Context: an optimization exercise on an open-source flow, tuned for small area, a short achievable clock period and few clock cycles per item. The choices shown serve that exercise and are no tape-out recipe.
At most, simulation tests tie the RTL to the original design; equivalence was not proved.

Design cell_check, start of the top module:
module cell_check (
    input  wire        clk,
    input  wire        rst,
    input  wire        in_valid,
    output wire        in_ready,
    input  wire [31:0] in_data,      
    input  wire [3:0]  in_stream,    
    output reg         res_valid,    
    output reg  [1:0]  res_kind,     
    output reg  [3:0]  res_stream,
    output reg  [15:0] res_lost      
);
Size: ~420 flip-flops, about 63 I/O pins, roughly 0.016 mm^2 of cells after synthesis.
Settings: LEC_CHECK=0, CAP_MARGIN=20, CORE_MARGIN=2, CORE_UTILIZATION=40, GPL_TIMING_DRIVEN=1, SLEW_MARGIN=20; clock period 8.0 ns.
standard.sh (not shown) runs the stock make flow with config.mk's settings and CLKGATE_MAP_FILE= SYNTH_SCRIPT=/design/flow/synth_recipe.tcl, a recipe that flattens the netlist after the stock synthesis.
==> flow/flow/run.sh <==
#!/bin/bash
# Standard layout, with the timing repair aimed further below the clock period
# than the 5 ns SETUP_SLACK_MARGIN allows in config.mk, plain buffers on the
# ports and the clock tree settings below. Make's own output goes to make.log;
# each ORFS step writes its log under orfs/logs/.
set -euo pipefail
bash standard.sh 'BUFFER_PORTS_ARGS=-buffer_cell sky130_fd_sc_hd__buf_4' \
    'CTS_ARGS=-sink_clustering_enable -repair_clock_nets -sink_clustering_size 28 -sink_clustering_max_diameter 70 -buf_list sky130_fd_sc_hd__clkbuf_16 -dont_use_dummy_load' \
    SETUP_SLACK_MARGIN=5.45 finish > make.log 2>&1
Testbench counts at the start, summed over its fixed seeds: cycles 89,624, cells 1,280.
Rerun with:
--- a/flow/config.mk
+++ b/flow/config.mk
@@ -9,4 +9,4 @@
 export CORE_MARGIN = 2
 export CORE_UTILIZATION = 40
-export GPL_TIMING_DRIVEN = 1
+export PLACE_DENSITY = 0.8
 export SLEW_MARGIN = 20
=>
- The new run went through all stages and came out clean
- final cell count goes down by 0.65%
- design area goes down by 1.5%
- routed wire length goes down by 4.2%
- fmax goes up by 1.6%
- flip-flop and latch count is unchanged
- worst setup slack is better by 0.042 ns
- die area is unchanged
- via count goes up by 0.90%
- utilization goes down by 0.70 points
Rerun with:
--- a/flow/flow/run.sh
+++ b/flow/flow/run.sh
@@ -7,3 +7,3 @@
 bash standard.sh 'BUFFER_PORTS_ARGS=-buffer_cell sky130_fd_sc_hd__buf_4' \
     'CTS_ARGS=-sink_clustering_enable -repair_clock_nets -sink_clustering_size 28 -sink_clustering_max_diameter 70 -buf_list sky130_fd_sc_hd__clkbuf_16 -dont_use_dummy_load' \
-    SETUP_SLACK_MARGIN=5.45 finish > make.log 2>&1
+    SETUP_SLACK_MARGIN=5.5 finish > make.log 2>&1
--- a/flow/config.mk
+++ b/flow/config.mk
@@ -9,4 +9,3 @@
 export CORE_MARGIN = 2
 export CORE_UTILIZATION = 40
-export PLACE_DENSITY = 0.8
 export SLEW_MARGIN = 20
Effect:
- final area is higher by a few percent
- via count goes up slightly
- global-route usage is higher by 1.4 points
- non-clock buffer count rises by 16
- die area stays the same
Rerun with:
--- a/flow/flow/run.sh
+++ b/flow/flow/run.sh
@@ -7,3 +7,3 @@
 bash standard.sh 'BUFFER_PORTS_ARGS=-buffer_cell sky130_fd_sc_hd__buf_4' \
     'CTS_ARGS=-sink_clustering_enable -repair_clock_nets -sink_clustering_size 28 -sink_clustering_max_diameter 70 -buf_list sky130_fd_sc_hd__clkbuf_16 -dont_use_dummy_load' \
-    SETUP_SLACK_MARGIN=5.5 finish > make.log 2>&1
+    SETUP_SLACK_MARGIN=5.45 finish > make.log 2>&1
Via count fell by 1.6%.
Sequential cell count stays the same.
Clock skew hardly moves.
Final area went down by 1.9%.
Global-route usage shrinks by 0.39 points.
Cell count is lower by 0.55%.
Sequential share of layout area rises by 0.92 points.

* * *

== run A ==
The RTL this note starts from:
==> flow/design.v <==
module cell_check (
    input  wire        clk,
    input  wire        rst,
    input  wire        in_valid,
    output wire        in_ready,
    input  wire [31:0] in_data,      
    input  wire [3:0]  in_stream,    
    output reg         res_valid,    
    output reg  [1:0]  res_kind,     
    output reg  [3:0]  res_stream,
    output reg  [15:0] res_lost      
);
    localparam [31:0] POLY_R = 32'hEDB8_8320;    
    localparam [31:0] HC     = 32'h76AD_8866;
    localparam [1023:0] FM = {32'h826880EF, 32'hC35CC098, 32'hE3C6E0A3, 32'h71E37051, 32'hBA9938C7, 32'hDF241C8C, 32'h6F920E46, 32'hB5A187CC, 32'hD8B84309, 32'h6C5C2184, 32'hB446902D, 32'hD84BC8F9, 32'hEE4D6493, 32'h7726B249, 32'h3B935924, 32'h1DC9AC92, 32'h8C8C56A6, 32'h46462B53, 32'h232315A9, 32'h11918AD4, 32'h08C8C56A, 32'h046462B5, 32'h805AB1B5, 32'hC245D835, 32'h6122EC1A, 32'h3091760D, 32'h9A203BE9, 32'h4D101DF4, 32'h26880EFA, 32'h1344077D, 32'h09A203BE, 32'h04D101DF};
    function [31:0] crc_shift32;
        input [31:0] x;
        integer j;
        begin
            for (j = 0; j < 32; j = j + 1)
                crc_shift32[j] = ^(x & FM[32*j +: 32]);
        end
    endfunction
    function [31:0] bswap;
        input [31:0] w;
        bswap = {w[7:0], w[15:8], w[23:16], w[31:24]};
    endfunction
    localparam [1:0] S_W0  = 2'd0,   
                     S_W1  = 2'd1,   
                     S_PRE = 2'd2,   
                     S_DAT = 2'd3;   
    reg  [1:0]  st;
    reg         rdy;         
    reg  [6:0]  wcnt;        
    reg  [31:0] cx;          
    reg         dec;         
    reg  [31:0] acc;         
    wire        take = in_valid & rdy_st;
    wire        last = (wcnt == 7'd66);
    reg         idle;
    reg  [15:0] seq;         
    reg  [3:0]  cs;          
    wire        rdy_st = (st == S_W0) || (st == S_DAT);
    assign in_ready = rdy;
    always @(posedge clk) begin
        if (st == S_W1)
            cx <= ~bswap({5'd0, acc[27:17], acc[7:0], in_data[31:24]});
        else if (st == S_PRE)
            cx <= crc_shift32(cx) ^ bswap(acc);
        else if (st == S_DAT && take)
            cx <= crc_shift32(cx) ^ (last ? ~in_data : bswap(in_data));
        if (st == S_PRE)
            wcnt <= 7'd0;
        else if (take)
            wcnt <= wcnt + 7'd1;
        dec <= 1'b0;
        rdy <= 1'b1;
        if (rst)
            st <= S_W0;
        else begin
            case (st)
            S_W0:
                if (take) begin
                    st  <= S_W1;
                    rdy <= 1'b0;
                end
            S_W1: begin
                rdy <= 1'b0;
                if (in_valid) st <= S_PRE;
            end
            S_PRE: st <= S_DAT;
            default:
                if (take && last) begin
                    st  <= S_W0;
                    dec <= 1'b1;
                end
            endcase
        end
    end
    reg  [16:0] ring [0:15];
    reg  [3:0]  head;
    reg  [15:0] lseq;        
    reg         lsync;
    reg  [3:0]  lid;
    reg         dirty;       
    wire        hit   = (head == lid);
    wire        fetch = (lid != cs) && !dirty && (head == cs);
    integer k;
    always @(posedge clk) begin
        ring[0] <= hit ? {lsync & ~rst, lseq} : {ring[15][16] & ~rst, ring[15][15:0]};
        for (k = 1; k < 16; k = k + 1)
            ring[k] <= {ring[k-1][16] & ~rst, ring[k-1][15:0]};
        head <= rst ? 4'd0 : head + 4'd1;
    end
    reg  [4:0]  hcnt;
    reg         hbusy, hdone, hdr_ok;
    reg         dq;          
    wire [15:0] delta = idle ? seq : (lsync ? (lseq ^ seq) : 16'd0);
    wire [31:0] macc  = acc[0] ? ((acc >> 1) ^ POLY_R) : (acc >> 1);
    always @(posedge clk) begin
        if (st == S_W0 && take)
            acc <= in_data;
        else if (hbusy)
            acc <= (hcnt == 5'd0) ? 32'd0 : (macc ^ (dq ? HC : 32'd0));
        if (rst || dec) begin
            hbusy  <= 1'b0;
            hdone  <= 1'b0;
        end else if (!hbusy && !hdone && hdr_ok && lid == cs) begin
            hbusy <= 1'b1;
            hcnt  <= 5'd0;
        end else if (hbusy) begin
            dq   <= delta[{~hcnt[3], hcnt[2:0]}];
            hcnt <= hcnt + 5'd1;
            if (hcnt == 5'd16) begin
                hbusy <= 1'b0;
                hdone <= 1'b1;
            end
        end
        if (rst || dec)
            hdr_ok <= 1'b0;
        else if (st == S_PRE)
            hdr_ok <= 1'b1;
    end
    reg         ok_a, ok_b, dec2;
    wire [15:0] expv   = lsync ? lseq : seq;
    wire [15:0] exp1   = expv + 16'd1;
    wire [15:0] seq1   = seq + 16'd1;
    wire [15:0] nseq   = ok_a ? exp1 : seq1;
    wire        kind2  = !idle && !ok_a && ok_b;
    wire        upd    = dec2 && !idle && (ok_a || ok_b);
    always @(posedge clk) begin
        ok_a <= (cx == acc);                   
        ok_b <= (cx == 32'd0);                 
        dec2 <= dec & ~rst;
        if (rst) begin
            lsync <= 1'b0;
            dirty <= 1'b0;
            lid   <= 4'd0;
        end else if (upd) begin
            lseq  <= nseq;
            lsync <= 1'b1;
            dirty <= 1'b1;
        end else if (fetch) begin
            lseq  <= ring[15][15:0];
            lsync <= ring[15][16];
            lid   <= cs;
        end else if (hit)
            dirty <= 1'b0;
        if (st == S_PRE) begin
            cs   <= in_stream;
            seq  <= {acc[7:0], in_data[31:24]};
            idle <= (acc[31:28] == 4'd0);
        end
        res_valid  <= dec2 & ~rst;
        res_kind   <= idle ? (ok_a ? 2'd1 : 2'd3) : (ok_a ? 2'd0 : (ok_b ? 2'd2 : 2'd3));
        res_stream <= cs;
        res_lost   <= kind2 ? (seq - lseq) : 16'd0;
    end
endmodule
==> flow/config.mk <==
export PLATFORM = sky130hd
export DESIGN_NAME = cell_check
export DESIGN_NICKNAME = cell_check
export VERILOG_FILES = /design/flow/design.v
export SDC_FILE = /design/flow/constraint.sdc
export NUM_CORES = 4
export LEC_CHECK = 0
export CAP_MARGIN = 20
export CORE_MARGIN = 2
export CORE_UTILIZATION = 40
export CTS_BUF_LIST = sky130_fd_sc_hd__clkbuf_8
export CTS_CLUSTER_DIAMETER = 50
export CTS_CLUSTER_SIZE = 20
export SLEW_MARGIN = 20
==> flow/constraint.sdc <==
create_clock -name core_clock -period 8.0 [get_ports {clk}]
set_input_delay 1.6000 -clock core_clock [delete_from_list [all_inputs] [get_ports {clk}]]
set_output_delay 1.6000 -clock core_clock [all_outputs]
set_load 0.01 [all_outputs]
==> flow/flow/run.sh <==
#!/bin/bash
# Standard layout, with the timing repair aimed further below the clock period
# than the 5 ns SETUP_SLACK_MARGIN allows in config.mk. Make's own output goes
# to make.log; each ORFS step writes its log under orfs/logs/.
set -euo pipefail
bash standard.sh SETUP_SLACK_MARGIN=5.6 finish > make.log 2>&1
Edits applied to the flow inputs when going from run A to run B:
--- a/flow/flow/run.sh
+++ b/flow/flow/run.sh
@@ -6 +6 @@
-bash standard.sh SETUP_SLACK_MARGIN=5.6 finish > make.log 2>&1
+bash standard.sh SETUP_SLACK_MARGIN=5.35 finish > make.log 2>&1
### Flow results
Count of instances resized after the clock tree is built in run B is 27% lower than in run A. The run with more setup slack is run A; run B has less. Comparing run B and run A, shortest clock period the worst path allows after layout is higher on run B. Worst-case clock skew delta (run B − run A): unfavourable. Routed wire length (higher): run A. Changes observed in run B relative to run A: period utilization now larger, final area moved down, signed area change from the synthesized netlist to the final layout now smaller.
Inputs modified between run B and run C:
Settings: CORE_UTILIZATION now 65, was 40; CTS_CLUSTER_SIZE no longer set, was 20; CTS_CLUSTER_DIAMETER no longer set, was 50; CTS_BUF_LIST no longer set, was sky130_fd_sc_hd__clkbuf_8; PLACE_DENSITY now 0.75, previously not set.
==> flow/flow/run.sh <==
#!/bin/bash
# Standard layout, with the timing repair aimed further below the clock period
# than the 5 ns SETUP_SLACK_MARGIN allows in config.mk, plain buffers on the
# ports and the clock tree settings below. Make's own output goes to make.log;
# each ORFS step writes its log under orfs/logs/.
set -euo pipefail
bash standard.sh 'BUFFER_PORTS_ARGS=-buffer_cell sky130_fd_sc_hd__buf_4' \
    'CTS_ARGS=-sink_clustering_enable -repair_clock_nets -sink_clustering_size 20 -sink_clustering_max_diameter 50 -buf_list sky130_fd_sc_hd__clkbuf_8 -dont_use_dummy_load' \
    SETUP_SLACK_MARGIN=5.6 finish > make.log 2>&1
--- outcome ---
- Across both runs, die extent in x was lower for run C than for run B.
- Run C finished end to end and its layout was clean on timing, DRC and antenna.
- Diff run B -> run C: global-route wire length before repair dropped 2.9%; number of cells in the finished layout apart from fillers has decreased.
- Worst setup slack is lower on run B
- Reported for run C and run B, number of buffers added on ports turned out identical to the last digit.
- Clock-buffer cell count went down by a few percent going from run B to run C.
Relative to run C, the following input files were edited for run D:
Settings: CTS_CLUSTER_SIZE now 20, previously not set; CTS_BUF_LIST now sky130_fd_sc_hd__clkbuf_8, previously not set; CTS_CLUSTER_DIAMETER now 50, previously not set; PLACE_DENSITY no longer set, was 0.75; CORE_UTILIZATION now 40, was 65; SETUP_SLACK_MARGIN now 5, previously not set.
==> flow/run.sh (new file) <==
#!/bin/bash
# synth_recipe.tcl (not shown) runs the flow's synth.tcl, then flattens the netlist and writes it again
# the make line also repeats each setting of config.mk as NAME=value (left out here)
make -C /OpenROAD-flow-scripts/flow DESIGN_CONFIG=/design/flow/config.mk WORK_HOME=/design/flow/orfs CLKGATE_MAP_FILE= SYNTH_SCRIPT=/design/flow/synth_recipe.tcl finish
removed: flow/flow/run.sh
removed: flow/standard.sh
### Flow results
[compare] base=run C new=run D: wire length of the first global-routing pass now larger, time the worst path needs with I/O delays and setup higher, met3 demand-to-capacity share in global routing went down.
Compared to run C, run D has final-layout clock-cell area share 1.7 points higher.
Summary: with run C as the reference, number of nets in the layout in run D moved down by a few percent.
Destination of the critical timing path = acc[13]: run D; destination of the critical timing path = res_lost[3]: run C
Run D against run C: transition time at the pin with the least slew margin went up by 0.26 ns; area of the core region went up by about 60%.
What run E does differently from run D at the input level:
Settings: SETUP_SLACK_MARGIN no longer set, was 5.
==> flow/flow/run.sh (new file) <==
#!/bin/bash
# Standard layout, with the timing repair aimed further below the clock period
# than the 5 ns SETUP_SLACK_MARGIN allows in config.mk, and plain buffers on the
# ports. Make's own output goes to make.log; each ORFS step writes its log
# under orfs/logs/.
set -euo pipefail
bash standard.sh 'BUFFER_PORTS_ARGS=-buffer_cell sky130_fd_sc_hd__buf_4' SETUP_SLACK_MARGIN=5.6 finish > make.log 2>&1
==> flow/standard.sh (new file) <==
#!/bin/bash
# synth_recipe.tcl (not shown) runs the flow's synth.tcl, then flattens the netlist and writes it again
# the make line also repeats each setting of config.mk as NAME=value (left out here)
make -C /OpenROAD-flow-scripts/flow DESIGN_CONFIG=/design/flow/config.mk WORK_HOME=/design/flow/orfs CLKGATE_MAP_FILE= SYNTH_SCRIPT=/design/flow/synth_recipe.tcl "${@:-finish}"
removed: flow/run.sh
==> comparison <==
Of the two values seen for standard cell with the maximum stage delay on the critical path, dfxtp_2 was produced by run E and or2_4 by run D. Going from run D to run E, the layout-stage area growth over the synthesis result was found to have gone up by 5.1 points. [compare] base=run D new=run E: share of the final layout cell area in multi-input gates +1.0 points, post-route cell area +4.6%.
Function was not checked in any run of this note: the RTL went through the layout flow alone.

==> re-timing with driven ports <==
In the flow no input, the clock included, has a driving cell. The finished layouts below were timed again as built, in two steps. Step 1 (the two cells are an assumption about what drives the block):
set clk [get_ports {clk}]
set_driving_cell -lib_cell sky130_fd_sc_hd__clkbuf_16 $clk
set_driving_cell -lib_cell sky130_fd_sc_hd__buf_2 [delete_from_list [all_inputs] $clk]
Step 2 moves the port delays by t, midway between the first and last clock arrival at a register: inputs arrive t later, outputs are due t later. That takes back most of the time a late clock gives input paths. Slacks: ideal ports / drivers / drivers and shift; pairs: ideal ports / drivers.
run	shift t [ns]	setup WS [ns]	worst slew at a driven data input, ns
the first run of note 1	0.576	5.388 / 5.338 / 4.882	0.07
the second run of note 1	0.552	5.430 / 5.386 / 4.913	0.09
the third run of note 1	0.598	5.384 / 5.328 / 5.069	0.04
the fourth run of note 1	0.576	5.388 / 5.338 / 4.882	0.07
run A	0.619	5.376 / 5.332 / 4.990	0.06
run B	0.610	5.271 / 5.226 / 4.766	0.06
run C	0.583	5.378 / 5.329 / 5.160	0.05
run D	0.625	5.117 / 5.137 / 4.513	0.07
run E	0.609	5.380 / 5.333 / 5.044	0.05
After both steps setup and hold are still met in every run listed. The setup slack of run D, which loses most, moves by +0.020 ns with the drivers and by -0.604 ns with both steps.
